What follows belongs to an exercise in optimizing a design on an open flow for small area, a short achievable clock period and few clock cycles per item; a production flow would make more cautious choices.
At most, simulation tests tie the RTL to the original design; equivalence was not proved.

// gra_mac
module gra_mac (
    input  wire         clk,
    input  wire         rst,
    input  wire         start,
    input  wire [6:0]   nwords,      
    input  wire [255:0] key,
    input  wire [63:0]  ctr,
    output wire         ready,
    input  wire         in_valid,
    input  wire [31:0]  in_data,
    output wire         in_ready,
    output wire         done,
    output wire [127:0] mac
);
export LEC_CHECK = 0
export ABC_AREA = 1
export CAP_MARGIN = 20
export CORE_MARGIN = 2
export CORE_UTILIZATION = 40
export SETUP_SLACK_MARGIN = 5
export SLEW_MARGIN = 20
export SYNTH_HIERARCHICAL = 1
create_clock -name core_clock -period 10.0 [get_ports {clk}]
standard.sh (not shown) runs the stock make flow with config.mk's settings and CLKGATE_MAP_FILE= SYNTH_SCRIPT=/design/flow/synth_recipe.tcl, a recipe that flattens the netlist after the stock synthesis.
==> flow/flow/run.sh <==
#!/bin/bash
set -euo pipefail
export BUFFER_PORTS_ARGS="-buffer_cell sky130_fd_sc_hd__buf_1"
export CTS_ARGS="-sink_clustering_enable -repair_clock_nets -dont_use_dummy_load -buf_list {sky130_fd_sc_hd__clkbuf_4 sky130_fd_sc_hd__clkbuf_8}"
sed -e 's/SETUP_SLACK_MARGIN=5/SETUP_SLACK_MARGIN=5.5/' standard.sh > standard_custom.sh
grep -q 'SETUP_SLACK_MARGIN=5.5' standard_custom.sh
bash standard_custom.sh > flow.log 2>&1
Then changed:
--- a/flow/design.v
+++ b/flow/design.v
@@ -229,30 +229,29 @@
     wire [31:0] p_new;
     gra_mac_pnext u_pnext (.rc(rc), .hnext(hnext), .w14(w[14]), .p_new(p_new));
     integer i;
     always @(posedge clk) begin
         for (i = 0; i < 15; i = i + 1)
             w[i] <= w[i+1];
         w[15] <= tail;
         p <= p_new;
         a <= in_rnd ? a_new : sum_a;
         e <= in_rnd ? e_new : sum_e;
         if (shift) begin
             b <= a; c <= b; d <= c;
-            f <= e; g <= f;
+            f <= e; g <= f; h <= g;
         end else begin
             b <= ld1; c <= ld2; d <= ld3;
-            f <= ld5; g <= ld6;
+            f <= ld5; g <= ld6; h <= ld7;
         end
-        h <= g;
     end
     reg         ff_wr;        
     reg         h3_wr;        
     reg  [1:0]  wk;
     wire [31:0] bus_a  = h3_wr ? d : sum_a;
     always @(posedge clk) begin
         if (ff_wr || h3_wr)
             hv[wk] <= bus_a;
         if (ff_wr)
             hv[{1'b1, k}] <= sum_e;
     end
     assign mac = {bswap(hv[3]), bswap(hv[2]), bswap(hv[1]), bswap(hv[0])};
The changed run finished with timing, DRC and antenna clean; core utilization decreases by 0.31 points; flip-flop and latch count is unchanged; clock-buffer cell count is lower by 1; routed wire length is about the same; area after synthesis shrinks slightly; synthesized cell count drops slightly; register-to-register slack is worse by 0.07 ns; non-clock buffer count came out lower by 12; global-route usage goes up by 0.36 points; final area decreases slightly.
Testbench counts after the change, summed over its fixed seeds: cycles 102,088, items 320.
No functional check of the RTL was part of the first run of this note.


## v6
gra_mac with an RTL version that a note above also has.
For scale: ~6700 cells after synthesis, ~1100 flip-flops, about 490 I/O pins.
export LEC_CHECK = 0
export ABC_AREA = 1
export CAP_MARGIN = 20
export CORE_MARGIN = 2
export CORE_UTILIZATION = 50
export SETUP_SLACK_MARGIN = 5
export SLEW_MARGIN = 20
export SYNTH_HIERARCHICAL = 1
create_clock -name core_clock -period 10.0 [get_ports {clk}]
Scripts as last shown in full above: flow/flow/run.sh
Testbench counts of v6, summed over its fixed seeds: cycles 102,088, items 320.
Modified inputs, v7 compared to v6
diff --git a/flow/design.v b/flow/design.v
--- a/flow/design.v
+++ b/flow/design.v
@@ -235,17 +235,18 @@
         w[15] <= tail;
         p <= p_new;
         a <= in_rnd ? a_new : sum_a;
         e <= in_rnd ? e_new : sum_e;
         if (shift) begin
             b <= a; c <= b; d <= c;
-            f <= e; g <= f; h <= g;
+            f <= e; g <= f;
         end else begin
             b <= ld1; c <= ld2; d <= ld3;
-            f <= ld5; g <= ld6; h <= ld7;
+            f <= ld5; g <= ld6;
         end
+        h <= g;
     end
     reg         ff_wr;        
     reg         h3_wr;        
     reg  [1:0]  wk;
     wire [31:0] bus_a  = h3_wr ? d : sum_a;
     always @(posedge clk) begin
[summary]
Of v6 and v7, v7 shows the lower post-synthesis to final-layout area growth, with v6 above it.
Of v7 and v6, it is v7 that has the higher cell count of the worst reg-to-reg path.
Average size of a mapped cell | v7 below v6
Delta(average wire per cell in the routed design, v7 - v6) > 0
v6 and v7 ended up with nearly the same adder-cell share of the synthesized area.
Side by side, clock network latency to the later pin of the worst-skew pair turned out lower in v7 than in v6.
Compared with v6, v7 shows a higher area after synthesis.
Diff v6 -> v7: number of vias per cell after detailed routing now sits higher; worst-case setup margin in the final layout now sits lower.
The run showing the smaller design area is v7.
[compare] base=v6 new=v7: wire length of the first global-routing pass now sits higher, count of vias placed by the detailed router now sits higher, number of setup buffers added after CTS now sits lower.
For v7, only the layout was checked, not whether the RTL still works.


Setup of main:
gra_mac, a different RTL version from the one above (not shown whole).
Size in the first run: ~7800 cells after synthesis, ~1100 flip-flops, ~0.063 mm² of cells after synthesis.
clock: 10.0 ns
lec_check: 0
abc_area: 1
cap_margin: 20
core_margin: 2
core_utilization: 40
setup_slack_margin: 5
slew_margin: 20
synth_hierarchical: 1
run.sh (not shown) runs the stock make flow with config.mk's settings and CLKGATE_MAP_FILE= SYNTH_SCRIPT=/design/flow/synth_recipe.tcl, a recipe that flattens the netlist after the stock synthesis.
Stock flow here: none of the scripts above is used.
Testbench counts of main, summed over its fixed seeds: cycles 102,088, items 320.
The following lists how the feature branch was set up differently from main:
--- a/flow/design.v
+++ b/flow/design.v
@@ -166,25 +166,28 @@
     wire        r63      = in_rnd && rc0;
     wire        early    = in_rnd && !rc0 && (rc <= 6'd13);
     wire        feed, newfeed, f_key, f_opad, f_ih;
     wire [3:0]  slot;
     assign {feed, newfeed, slot, f_key, f_opad, f_ih} = fsel(st, rc, outer, keyblk, fin_blk, is_last, slot_r);
     wire [4:0]  have     = newfeed ? 5'd0 : have_r;
+    reg  [1:0]  ksel;         
+    wire [31:0] hv_ar   = hv[ksel];
+    wire [31:0] hv_er   = hv[{1'b1, ksel}];
     wire [31:0] len_bits = 32'd768 + {20'd0, nwords, 5'd0};
     wire [31:0] pad      = f_opad ? 32'h5c5c5c5c : 32'h36363636;
     wire        rem_pos  = !rem[7] && (rem != 8'd0);
     reg  [31:0] src_word;
     reg         src_in;       
     always @(*) begin
         src_word = 32'd0;
         src_in   = 1'b0;
         if (f_key) begin
             src_word = pad;
             if (!slot[3]) src_word = bswap(key[32*slot[2:0] +: 32]) ^ pad;
         end else if (f_ih) begin
-            if (!slot[3])            src_word = hv[slot[2:0]];
+            if (!slot[3])            src_word = slot[2] ? hv_er : hv_ar;
             else if (slot == 4'd8)   src_word = 32'h80000000;
             else if (slot == 4'd15)  src_word = 32'd768;
         end else begin
             if (rem_pos) begin
                 src_word = bswap(in_data);
                 src_in   = 1'b1;
@@ -221,14 +224,14 @@
             2'd0: begin iv_a = IV[255:224]; iv_e = IV[127:96]; end
             2'd1: begin iv_a = IV[223:192]; iv_e = IV[95:64];  end
             2'd2: begin iv_a = IV[191:160]; iv_e = IV[63:32];  end
             default: begin iv_a = IV[159:128]; iv_e = IV[31:0]; end
         endcase
     end
-    wire [31:0] hv_a    = ff_iv ? iv_a : hv[k];
-    wire [31:0] hv_e    = ff_iv ? iv_e : hv[{1'b1, k}];
+    wire [31:0] hv_a    = ff_iv ? iv_a : hv_ar;
+    wire [31:0] hv_e    = ff_iv ? iv_e : hv_er;
     wire [31:0] st_a    = rot ? d : (in_init ? 32'd0 : a);
     wire [31:0] st_e    = rot ? h : (in_init ? 32'd0 : e);
     wire [31:0] sum_a   = bkadd(hv_a, st_a);
     wire [31:0] sum_e   = bkadd(hv_e, st_e);
     wire        ld_iv   = in_init && keyblk;
     wire [31:0] ld1     = ld_iv ? IV[223:192] : hv[1];
@@ -390,12 +393,13 @@
                 default: wk_n = 2'd0;
             endcase
         end
     end
     always @(posedge clk) begin
         k          <= k_n;
+        ksel       <= (feed_n && f_ih_n) ? fslot_n[1:0] : k_n;
         rot        <= rot_n;
         ff_iv      <= rot_n || keyblk_n;
         ff_wr      <= ffwr_n;
         h3_wr      <= h3wr_n;
         wk         <= wk_n;
         st         <= st_n;
Relative to main, the number of cells produced by synthesis of the feature branch is lower by 406. The feature branch: done, clean on timing, DRC and antenna. The feature branch: number of vias after detailed routing lower than main. Cmp the feature branch vs main: area added between synthesis and finish higher in the feature branch. Setup slack: the feature branch more than main. Hold slack: the feature branch < main. Of the feature branch and main, the higher minimum setup slack after placement belongs to main.
Function not checked in the feature branch: the RTL went through the layout flow alone.


gra_mac, a different RTL version from the one above (not shown whole).
Size in the first run: ~7000 cells after synthesis, ~1100 flip-flops, ~490 I/O pins.
==> module gra_mac_round, before the edit <==
module gra_mac_round (
    input  wire [31:0] a, b, c, d, e, f, g, p,
    output wire [31:0] a_new, e_new
);
    function [31:0] rotr;
        input [31:0] x;
        input integer n;
        rotr = (x >> n) | (x << (32 - n));
    endfunction
    function [31:0] bsig0;
        input [31:0] x;
        bsig0 = rotr(x, 2) ^ rotr(x, 13) ^ rotr(x, 22);
    endfunction
    function [31:0] bsig1;
        input [31:0] x;
        bsig1 = rotr(x, 6) ^ rotr(x, 11) ^ rotr(x, 25);
    endfunction
    wire [31:0] ch    = (e & f) ^ (~e & g);
    wire [31:0] maj   = (a & b) ^ (a & c) ^ (b & c);
    wire [31:0] s1    = bsig1(e);
    wire [31:0] s0    = bsig0(a);
    wire [31:0] x1    = p ^ d ^ ch;
    wire [31:0] y1    = {(p[30:0] & d[30:0]) | (p[30:0] & ch[30:0]) | (d[30:0] & ch[30:0]), 1'b0};
    wire [31:0] x2    = x1 ^ y1 ^ s1;
    wire [31:0] y2    = {(x1[30:0] & y1[30:0]) | (x1[30:0] & s1[30:0]) | (y1[30:0] & s1[30:0]), 1'b0};
    wire [31:0] u1    = p ^ ch ^ maj;
    wire [31:0] v1    = {(p[30:0] & ch[30:0]) | (p[30:0] & maj[30:0]) | (ch[30:0] & maj[30:0]), 1'b0};
    wire [31:0] u2    = u1 ^ v1 ^ s0;
    wire [31:0] v2    = {(u1[30:0] & v1[30:0]) | (u1[30:0] & s0[30:0]) | (v1[30:0] & s0[30:0]), 1'b0};
    wire [31:0] u3    = u2 ^ v2 ^ s1;
    wire [31:0] v3    = {(u2[30:0] & v2[30:0]) | (u2[30:0] & s1[30:0]) | (v2[30:0] & s1[30:0]), 1'b0};
    assign e_new = x2 + y2;
    assign a_new = u3 + v3;
endmodule
export LEC_CHECK = 0
export ABC_AREA = 1
export CAP_MARGIN = 20
export CORE_MARGIN = 2
export CORE_UTILIZATION = 40
export SETUP_SLACK_MARGIN = 5
export SLEW_MARGIN = 20
export SYNTH_HIERARCHICAL = 1
create_clock -name core_clock -period 10.0 [get_ports {clk}]
standard.sh (not shown) runs the stock make flow with config.mk's settings and CLKGATE_MAP_FILE= SYNTH_SCRIPT=/design/flow/synth_recipe.tcl, a recipe that flattens the netlist after the stock synthesis.
==> flow/flow/run.sh <==
#!/bin/bash
set -euo pipefail
export BUFFER_PORTS_ARGS="-buffer_cell sky130_fd_sc_hd__buf_1"
export CTS_ARGS="-sink_clustering_enable -repair_clock_nets -dont_use_dummy_load"
sed -e 's/SETUP_SLACK_MARGIN=5/SETUP_SLACK_MARGIN=5.5/' standard.sh > standard_custom.sh
grep -q 'SETUP_SLACK_MARGIN=5.5' standard_custom.sh
bash standard_custom.sh > flow.log 2>&1
Testbench counts at the start, summed over its fixed seeds: cycles 102,088, items 320.
Edit:
--- a/flow/design.v
+++ b/flow/design.v
@@ -398,12 +398,28 @@
     end
 endmodule
 module gra_mac_round (
     input  wire [31:0] a, b, c, d, e, f, g, p,
     output wire [31:0] a_new, e_new
 );
+    function [31:0] skadd;
+        input [31:0] u, v;
+        reg   [31:0] gg, pp;
+        integer i, l;
+        begin
+            gg = u & v;
+            pp = u ^ v;
+            for (l = 1; l < 32; l = l * 2)
+                for (i = 0; i < 32; i = i + 1)
+                    if ((i / l) % 2 == 1) begin
+                        gg[i] = gg[i] | (pp[i] & gg[(i / l) * l - 1]);
+                        pp[i] = pp[i] & pp[(i / l) * l - 1];
+                    end
+            skadd = u ^ v ^ {gg[30:0], 1'b0};
+        end
+    endfunction
     function [31:0] rotr;
         input [31:0] x;
         input integer n;
         rotr = (x >> n) | (x << (32 - n));
     endfunction
     function [31:0] bsig0;
@@ -415,24 +431,22 @@
         bsig1 = rotr(x, 6) ^ rotr(x, 11) ^ rotr(x, 25);
     endfunction
     wire [31:0] ch    = (e & f) ^ (~e & g);
     wire [31:0] maj   = (a & b) ^ (a & c) ^ (b & c);
     wire [31:0] s1    = bsig1(e);
     wire [31:0] s0    = bsig0(a);
-    wire [31:0] x1    = p ^ d ^ ch;
-    wire [31:0] y1    = {(p[30:0] & d[30:0]) | (p[30:0] & ch[30:0]) | (d[30:0] & ch[30:0]), 1'b0};
-    wire [31:0] x2    = x1 ^ y1 ^ s1;
-    wire [31:0] y2    = {(x1[30:0] & y1[30:0]) | (x1[30:0] & s1[30:0]) | (y1[30:0] & s1[30:0]), 1'b0};
-    wire [31:0] u1    = p ^ ch ^ maj;
-    wire [31:0] v1    = {(p[30:0] & ch[30:0]) | (p[30:0] & maj[30:0]) | (ch[30:0] & maj[30:0]), 1'b0};
-    wire [31:0] u2    = u1 ^ v1 ^ s0;
-    wire [31:0] v2    = {(u1[30:0] & v1[30:0]) | (u1[30:0] & s0[30:0]) | (v1[30:0] & s0[30:0]), 1'b0};
-    wire [31:0] u3    = u2 ^ v2 ^ s1;
-    wire [31:0] v3    = {(u2[30:0] & v2[30:0]) | (u2[30:0] & s1[30:0]) | (v2[30:0] & s1[30:0]), 1'b0};
-    assign e_new = x2 + y2;
-    assign a_new = u3 + v3;
+    wire [31:0] x1    = p ^ s1 ^ ch;
+    wire [31:0] y1    = {(p[30:0] & s1[30:0]) | (p[30:0] & ch[30:0]) | (s1[30:0] & ch[30:0]), 1'b0};
+    wire [31:0] x2    = x1 ^ y1 ^ d;
+    wire [31:0] y2    = {(x1[30:0] & y1[30:0]) | (x1[30:0] & d[30:0]) | (y1[30:0] & d[30:0]), 1'b0};
+    wire [31:0] u2    = x1 ^ y1 ^ s0;
+    wire [31:0] v2    = {(x1[30:0] & y1[30:0]) | (x1[30:0] & s0[30:0]) | (y1[30:0] & s0[30:0]), 1'b0};
+    wire [31:0] u3    = u2 ^ v2 ^ maj;
+    wire [31:0] v3    = {(u2[30:0] & v2[30:0]) | (u2[30:0] & maj[30:0]) | (v2[30:0] & maj[30:0]), 1'b0};
+    assign e_new = skadd(x2, y2);
+    assign a_new = skadd(u3, v3);
 endmodule
 module gra_mac_sched (
     input  wire [31:0] w0, w1, w9, w14,
     output wire [31:0] w_new
 );
     function [31:0] bkadd;
- hold slack hardly moves
- worst setup slack is worse by 0.18 ns
- wire length is lower by 14%
- non-clock buffer count is lower by 8
- first-iteration DRC count is lower by 28%
- flip-flop and latch count is unchanged
Testbench counts after the change, summed over its fixed seeds: cycles 102,088, items 320.

[re-timing with driven ports]
The results above use ideal ports. As a check the final layouts listed here were re-extracted and re-timed, cells and wires unchanged. Step 1, drivers: a clkbuf_16 drives clk and a buf_2 each remaining input, both assumed. Step 2 adds t to the input delays and takes it off the output delays; t is the mean of the earliest and latest rising clock arrival at the registers after step 1. Input paths then give back, and output paths get back, about the clock's delay inside the block. Three values: no drivers, after step 1, after step 2; two values: the first two.
run	t (ns)	slack for setup (ns)	worst setup path after step 2	latest minus earliest clock arrival (ns)
the first run of note 1	0.912	5.438 / 5.438 / 5.438	register to register	0.120 / 0.119
the second run of note 1	0.951	5.368 / 5.368 / 5.368	register to register	0.142 / 0.142
v6	0.967	5.468 / 5.468 / 5.468	register to register	0.147 / 0.147
v7	0.942	5.353 / 5.353 / 5.353	register to register	0.141 / 0.141
main	0.844	5.065 / 5.065 / 5.065	register to register	0.057 / 0.058
the feature branch	0.851	5.082 / 5.082 / 5.082	register to register	0.080 / 0.079
the first run of note 4	0.788	5.488 / 5.488 / 5.488	register to register	0.106 / 0.106
the second run of note 4	0.794	5.312 / 5.312 / 5.312	register to register	0.112 / 0.112
After both steps setup and hold are still met in every run listed.
